Background: an optimization exercise with open tools, aiming at small area. Do not read the settings as production practice.
Only simulation tests tie the RTL to the original design; equivalence was not proved.
Power is estimated from default activity; no workload was simulated.

## flow/design.v (module list and top-level ports; edited modules follow where they fit)
// module mod_decim: 6661 lines
// module md_fa: 4 lines
// module md_bx: 3 lines
// module md_bxn: 3 lines
// module md_ha: 4 lines
module mod_decim (
    input  wire        clk,
    input  wire        rst_n,         
    input  wire        en,            
    input  wire [2:0]  cfg_k,         
    input  wire [8:0]  cfg_d,         
    input  wire        cfg_fir,       
    input  wire [15:0] trim_gain,     
    input  wire [15:0] trim_offset,   
    input  wire        tap_we,        
    input  wire [3:0]  tap_addr,
    input  wire [15:0] tap_wdata,     
    input  wire        code_valid,
    input  wire [3:0]  code,
    output wire        smp_valid,
    output wire [23:0] smp_value,
    output wire [1:0]  smp_qual,
    output wire [15:0] smp_seq
);
  // ...
==> flow/run.sh <==
#!/bin/bash
# synth_recipe.tcl (not shown) runs the flow's synth.tcl, then flattens the netlist and writes it again
# the make line also repeats each setting of config.mk as NAME=value (left out here)
make -C /OpenROAD-flow-scripts/flow DESIGN_CONFIG=/design/flow/config.mk WORK_HOME=/design/flow/orfs CLKGATE_MAP_FILE= SYNTH_SCRIPT=/design/flow/synth_recipe.tcl finish
==> flow/config.mk <==
export PLATFORM = sky130hd
export DESIGN_NAME = mod_decim
export DESIGN_NICKNAME = mod_decim
export VERILOG_FILES = /design/flow/design.v
export SDC_FILE = /design/flow/constraint.sdc
export NUM_CORES = 8
export LEC_CHECK = 0
export CAP_MARGIN = 10
export CORE_MARGIN = 2
export CORE_UTILIZATION = 65
export CTS_BUF_LIST = sky130_fd_sc_hd__clkbuf_16
export CTS_CLUSTER_DIAMETER = 100
export CTS_CLUSTER_SIZE = 24
export PLACE_DENSITY = 0.8
export SLEW_MARGIN = 10
export SYNTH_HIERARCHICAL = 1
export SYNTH_MINIMUM_KEEP_SIZE = 0
==> flow/constraint.sdc <==
create_clock -name core_clock -period 24.0 [get_ports {clk}]
set_input_delay 4.8000 -clock core_clock [delete_from_list [all_inputs] [get_ports {clk}]]
set_output_delay 4.8000 -clock core_clock [all_outputs]
set_load 0.01 [all_outputs]
==> impl_metrics.env, run 1 <==
export IMPL_dr_wl_met2_um=130900
export IMPL_antenna_found_initial=11
export IMPL_power_uw=6605
export IMPL_seqCellArea_um2=30020
export IMPL_grt_pass1_vias=71387
export IMPL_reg2reg_depth=44
export IMPL_inv_count=306
export IMPL_synthXorXnorAreaFrac_pct=9.614
export IMPL_syn_area_per_cell_um2=11.54
export IMPL_insertion_delay_ns=0.76
export IMPL_ir_drop_mv=0.1448
export IMPL_synth_cells=8407
export IMPL_die_width_um=390.4
export IMPL_synth_nets=10088
export IMPL_buffer_area_share_pct=3.196
export IMPL_highest_layer="met5"
export IMPL_pg_seq_uw=2330
export IMPL_slew_viol_final=0
export IMPL_finalCriticalPeriod_ns=18.65
export IMPL_grt_busiest_layer="met2"
export IMPL_relSlewSlack_pct=14.73
export IMPL_synth_main_ff_cell="edfxtp_1"
export IMPL_cp_slowest_stage_delay_ns=0.79
export IMPL_grt_first_pass_wirelength_um=451000
export IMPL_synth_edf_count=802
export IMPL_cts_htree_levels=2
export IMPL_synthAdderAreaFrac_pct=31.77
export IMPL_yosysTopAreaCellShare_pct=29.42
export IMPL_power_density_nw_per_um2=64.88
export IMPL_seq_cell_count=1098
export IMPL_via_per_inst=6.841
export IMPL_final_core_util_pct=68.78
export IMPL_status="finished clean"
export IMPL_tap_cells=1930
export IMPL_p_sw_share_pct=39.99
export IMPL_cts_clk_slew_worst_paths_ns=0.09
==> run 2, diff against run 1 <==
==> flow/config.mk (replaced) <==
export PLATFORM = sky130hd
export DESIGN_NAME = mod_decim
export DESIGN_NICKNAME = mod_decim
export VERILOG_FILES = /design/flow/design.v
export SDC_FILE = /design/flow/constraint.sdc
export NUM_CORES = 8
export LEC_CHECK = 0
export CAP_MARGIN = 20
export CORE_MARGIN = 2
export CORE_UTILIZATION = 50
export CTS_BUF_LIST = sky130_fd_sc_hd__clkbuf_16
export CTS_CLUSTER_DIAMETER = 100
export CTS_CLUSTER_SIZE = 24
export PLACE_DENSITY = 0.6
export SLEW_MARGIN = 20
export SYNTH_HIERARCHICAL = 1
export SYNTH_MINIMUM_KEEP_SIZE = 0
==> run 2 against run 1 <==
  * Critical path depth did not move
  * Utilization fell by 15 points
  * Clock-buffer cell count rose by 4
  * Synthesized area did not move
  * Sequential cell count did not move
  * Via count fell by 3.8%
  * Power barely moved
  * Largest power group unchanged
  * Maximum frequency fell by 1.5%
  * Clock skew rose by 0.028 ns
  * Clock power rose by 6%
  * Largest cell class unchanged
  * Still clean on timing, DRC and antenna
  * Worst setup slack got worse by 0.28 ns
==> impl_metrics.env, run 2 <==
export IMPL_slew_viol_final=0
export IMPL_yosys_area_top_type="fa_1"
export IMPL_insertion_delay_ns=0.79
export IMPL_syn_to_final_growth_pct=6.008
export IMPL_crit_path_end_kind="flop"
export IMPL_async_flop_share_pct=0
export IMPL_hold_violations=0
export IMPL_grt_setup_unrepaired="no"
export IMPL_timing_rr_start="st[0]"
export IMPL_skew_ns=0.09751
export IMPL_fin_crit_sh_pct=78.88
export IMPL_status="finished clean"
export IMPL_yosysTopAreaCellShare_pct=29.42
export IMPL_reg2reg_slack_ns=5.60
export IMPL_cts_buffers=58
export IMPL_power_density_nw_per_um2=64.22
export IMPL_place_congestion=0.9437
export IMPL_grt_pass1_vias=67961
export IMPL_internal_power_uw=3967
export IMPL_yosys_area_share_simple_pct=8.682
export IMPL_firstDrtPassIters=22
export IMPL_clk_path_buf_depth=3
export IMPL_power_frac_seq_pct=35.2
export IMPL_yosysMostFrequentCell="fa_1"
export IMPL_cp_slowest_stage_delay_ns=0.95
export IMPL_fin_nets=9898
export IMPL_relSlewSlack_pct=20.06
export IMPL_reg2reg_depth=45
export IMPL_crit_path_max_fanout=39
export IMPL_critPathKind="input pin to flop"
export IMPL_synth_common_cells="fa_1, xnor2_1, nand2_1"
export IMPL_ios=117
export IMPL_fmaxAchievable_ghz=0.05282
export IMPL_grt_first_pass_wirelength_um=453600
export IMPL_synth_main_ff_cell="edfxtp_1"
export IMPL_holdPathStages=0
export IMPL_ir_drop_mv=0.1025
export IMPL_postCtsSetupBuffers=0
export IMPL_p_comb_share_pct=47.5
export IMPL_synth_nets=10088
export IMPL_hold_class="flop to flop"
export IMPL_io_buffer_count=116
export IMPL_fp_dieH_um=444.5
export IMPL_final_common_cell="fa_1"
export IMPL_ctsHoldBuffers=0
export IMPL_die_width_um=444.5
export IMPL_finalCriticalPeriod_ns=18.93
export IMPL_dp_cells=10682
export IMPL_yosysUniqueCellTypes=89
export IMPL_path_common_cell="fa_1"
export IMPL_cts_sinks=1098
export IMPL_cp_arrival_ns=19.61
export IMPL_dieArea_um2=197600
export IMPL_nFillCells=16655
export IMPL_largest_reg_flops=360
export IMPL_setup_violations_final=0
export IMPL_drc=0
export IMPL_synth_compound_area_share_pct=11.71
export IMPL_synth_cells=8407
export IMPL_start_util_pct=50.38
export IMPL_netlist_area_um2=97020
export IMPL_drv_cap=0
export IMPL_antenna_found_initial=12
export IMPL_syn_area_per_cell_um2=11.54
export IMPL_drtAntennaViolNets=0
export IMPL_synthXorXnorAreaFrac_pct=9.614
export IMPL_drive_above_1_share_pct=7.103
export IMPL_cts_tree="done"
export IMPL_cts_htree_levels=2
export IMPL_regMostFlops="ring"
export IMPL_stdcell_count=10799
export IMPL_via_count=66913
export IMPL_core_um2=192600
export IMPL_synth_top_family_by_area="adder cells"
export IMPL_ys_top_cells_by_area="fa_1, edfxtp_1, xnor2_1, dfxtp_1, a22o_1"
export IMPL_reg_top3="ring x360, taps x256, rg x46"
export IMPL_grt_use_total_pct=30.88
export IMPL_setup_ws_ns=5.068
export IMPL_mostFrequentLayoutCells="fa_1, xnor2_1, nand2_1, edfxtp_1, a22o_1"
export IMPL_via_per_inst=6.196
export IMPL_synth_mux_area_share_pct=3.167
export IMPL_drt_iter0_drc=8574
export IMPL_synth_seq_area_share_pct=30.93
export IMPL_yosys_warnings=9
export IMPL_cts_root_buf="clkbuf_16"
export IMPL_dp_slack_ns=4.415
export IMPL_ctsResizeCount=0
export IMPL_crit_path_end="sacc[47]"
export IMPL_grt_max_degree=87
export IMPL_routed_wl_um=304900
export IMPL_crit_start="cfg_d[7]"
export IMPL_worstPathRequired_ns=24.68
export IMPL_pwr_share_clk_pct=17.3
export IMPL_p_leak_uw=0.04003
export IMPL_synth_edf_count=802
export IMPL_wl_per_cell_um=28.23
export IMPL_dp_hpwl_um=233500
export IMPL_net_switching_power_uw=2639
export IMPL_overflow=0
export IMPL_p_sw_share_pct=39.95
export IMPL_ys_seq_elements=1098
export IMPL_cts_clk_slew_worst_paths_ns=0.09
export IMPL_synthAdderAreaFrac_pct=31.77
export IMPL_worst_pin_slew_ns=1.194
export IMPL_critPathLaunchType="input pin"
export IMPL_num_rows=161
export IMPL_r2r_end="ap[36]"
export IMPL_cp_slowest_cell="ha_1"
export IMPL_fin_setup_tns_ns=0
## run 2: cell counts after synthesis
Identical to the previous run, type by type.
## run 2: area by class of cell
type	count	area (um2)	share of cell area [%]
multi-input combinational	6347	63330	61.57
sequential	1098	30020	29.19
timing repair buffer	406	3331	3.238
tap	2526	3161	3.073
clock buffer	59	1476	1.435
inverter	306	1149	1.117
clock inverter	48	361.6	0.3516
antenna	9	22.52	0.02190
## run 2: cell families after synthesis
| kind of cell | count (synthesis) |
|---|---|
| AOI/OAI and AO/OA | 1491 |
| xor gates and xnor gates | 1065 |
| adders and majority gates | 1608 |
| buffers and inverters | 962 |
| DFF | 1098 |
| muxes | 273 |
| and+or+nand+nor | 1910 |
## run 2: modules after synthesis, one instance, submodules excluded
module	cell area [um2]	flops+latches	cells inside	copies in the design
md_bx	8.758	0	1	990
md_ha	12.51	0	1	104
md_fa	20.02	0	1	1425
mod_decim	58190	1098	5850	1
md_bxn	8.758	0	1	38
## run 2: power by group through the flow
stage	Combinational, uW	Clock, uW	Sequential (uW)
5_1_grt	3450	1240	2340
3_3_place_gp	3030	0	2360
6_report	3140	1140	2320
4_1_cts	3120	1180	2320
2_1_floorplan	1930	0	2320
3_5_place_dp	3110	0	2360
## run 2: how the worst min path moves through the flow
stage | start | to
after floorplan | ring[6][0] | ring[10][0]
after global placement | ring[7][2] | ring[11][2]
after detailed placement | ring[6][10] | ring[10][10]
after CTS | ring[8][2] | ring[12][2]
after global routing | ring[8][2] | ring[12][2]
final | ring[8][2] | ring[12][2]
## run 2: stage by stage
stage                     area, um2  hold slack, ns  total power [uW]  utilization, %
after floorplan               97020          0.4003              4253               -
after global placement       101000          0.4003              5387           52.43
after detailed placement     101000          0.4045              5471           52.43
after CTS                    102800          0.3513              6623           53.38
after global routing         102800          0.3680              7025           53.40
final                        102900          0.3426              6605           53.41
## run 2: per-layer routing
metal | vias to the layer above | wire length, um | GRT usage [%]
met5 | - | 0 | 0
met1 | 34321 | 125700 | 44.06
li1 | 28372 | - | -
met3 | 627 | 27000 | 4.821
met4 | 0 | 16870 | 14.09
met2 | 3593 | 135300 | 46.62
## run 2: critical path: cells and delay by family
family	cells	cell delay, ns
buffers and inverters	4	1.74
muxes	1	0.26
AOI/OAI and AO/OA	1	0.15
adders and majority gates	27	11.95
xor gates and xnor gates	1	0.24
and+or+nand+nor	2	0.38

## what the ideal ports hide
In the flow no input, the clock included, has a driving cell. The finished layouts below were timed again as built, in two steps. Step 1 (the two cells are an assumption about what drives the block):
set clk [get_ports {clk}]
set_driving_cell -lib_cell sky130_fd_sc_hd__clkbuf_16 $clk
set_driving_cell -lib_cell sky130_fd_sc_hd__buf_2 [delete_from_list [all_inputs] $clk]
Step 2, shift: input delay + t, output delay - t, t = (earliest + latest rising clock arrival at the registers) / 2. This alone moves slack from input paths to output paths. Slacks: ideal / step 1 / step 2; pairs: ideal / step 1.
| run | t (ns) | setup WS [ns] | clock arrival spread, ns | worst data-port slew with drivers (ns) | cell pins on the clock port's net |
|---|---|---|---|---|---|
| run 1 | 0.807 | 5.347 / 5.396 / 4.589 | 0.070 / 0.070 | 0.11 | 1 |
| run 2 | 0.832 | 5.068 / 5.127 / 4.295 | 0.099 / 0.099 | 0.07 | 1 |
After both steps setup and hold are still met in every run listed. The setup slack of run 2, which loses most, moves by +0.059 ns with the drivers and by -0.773 ns with both steps.
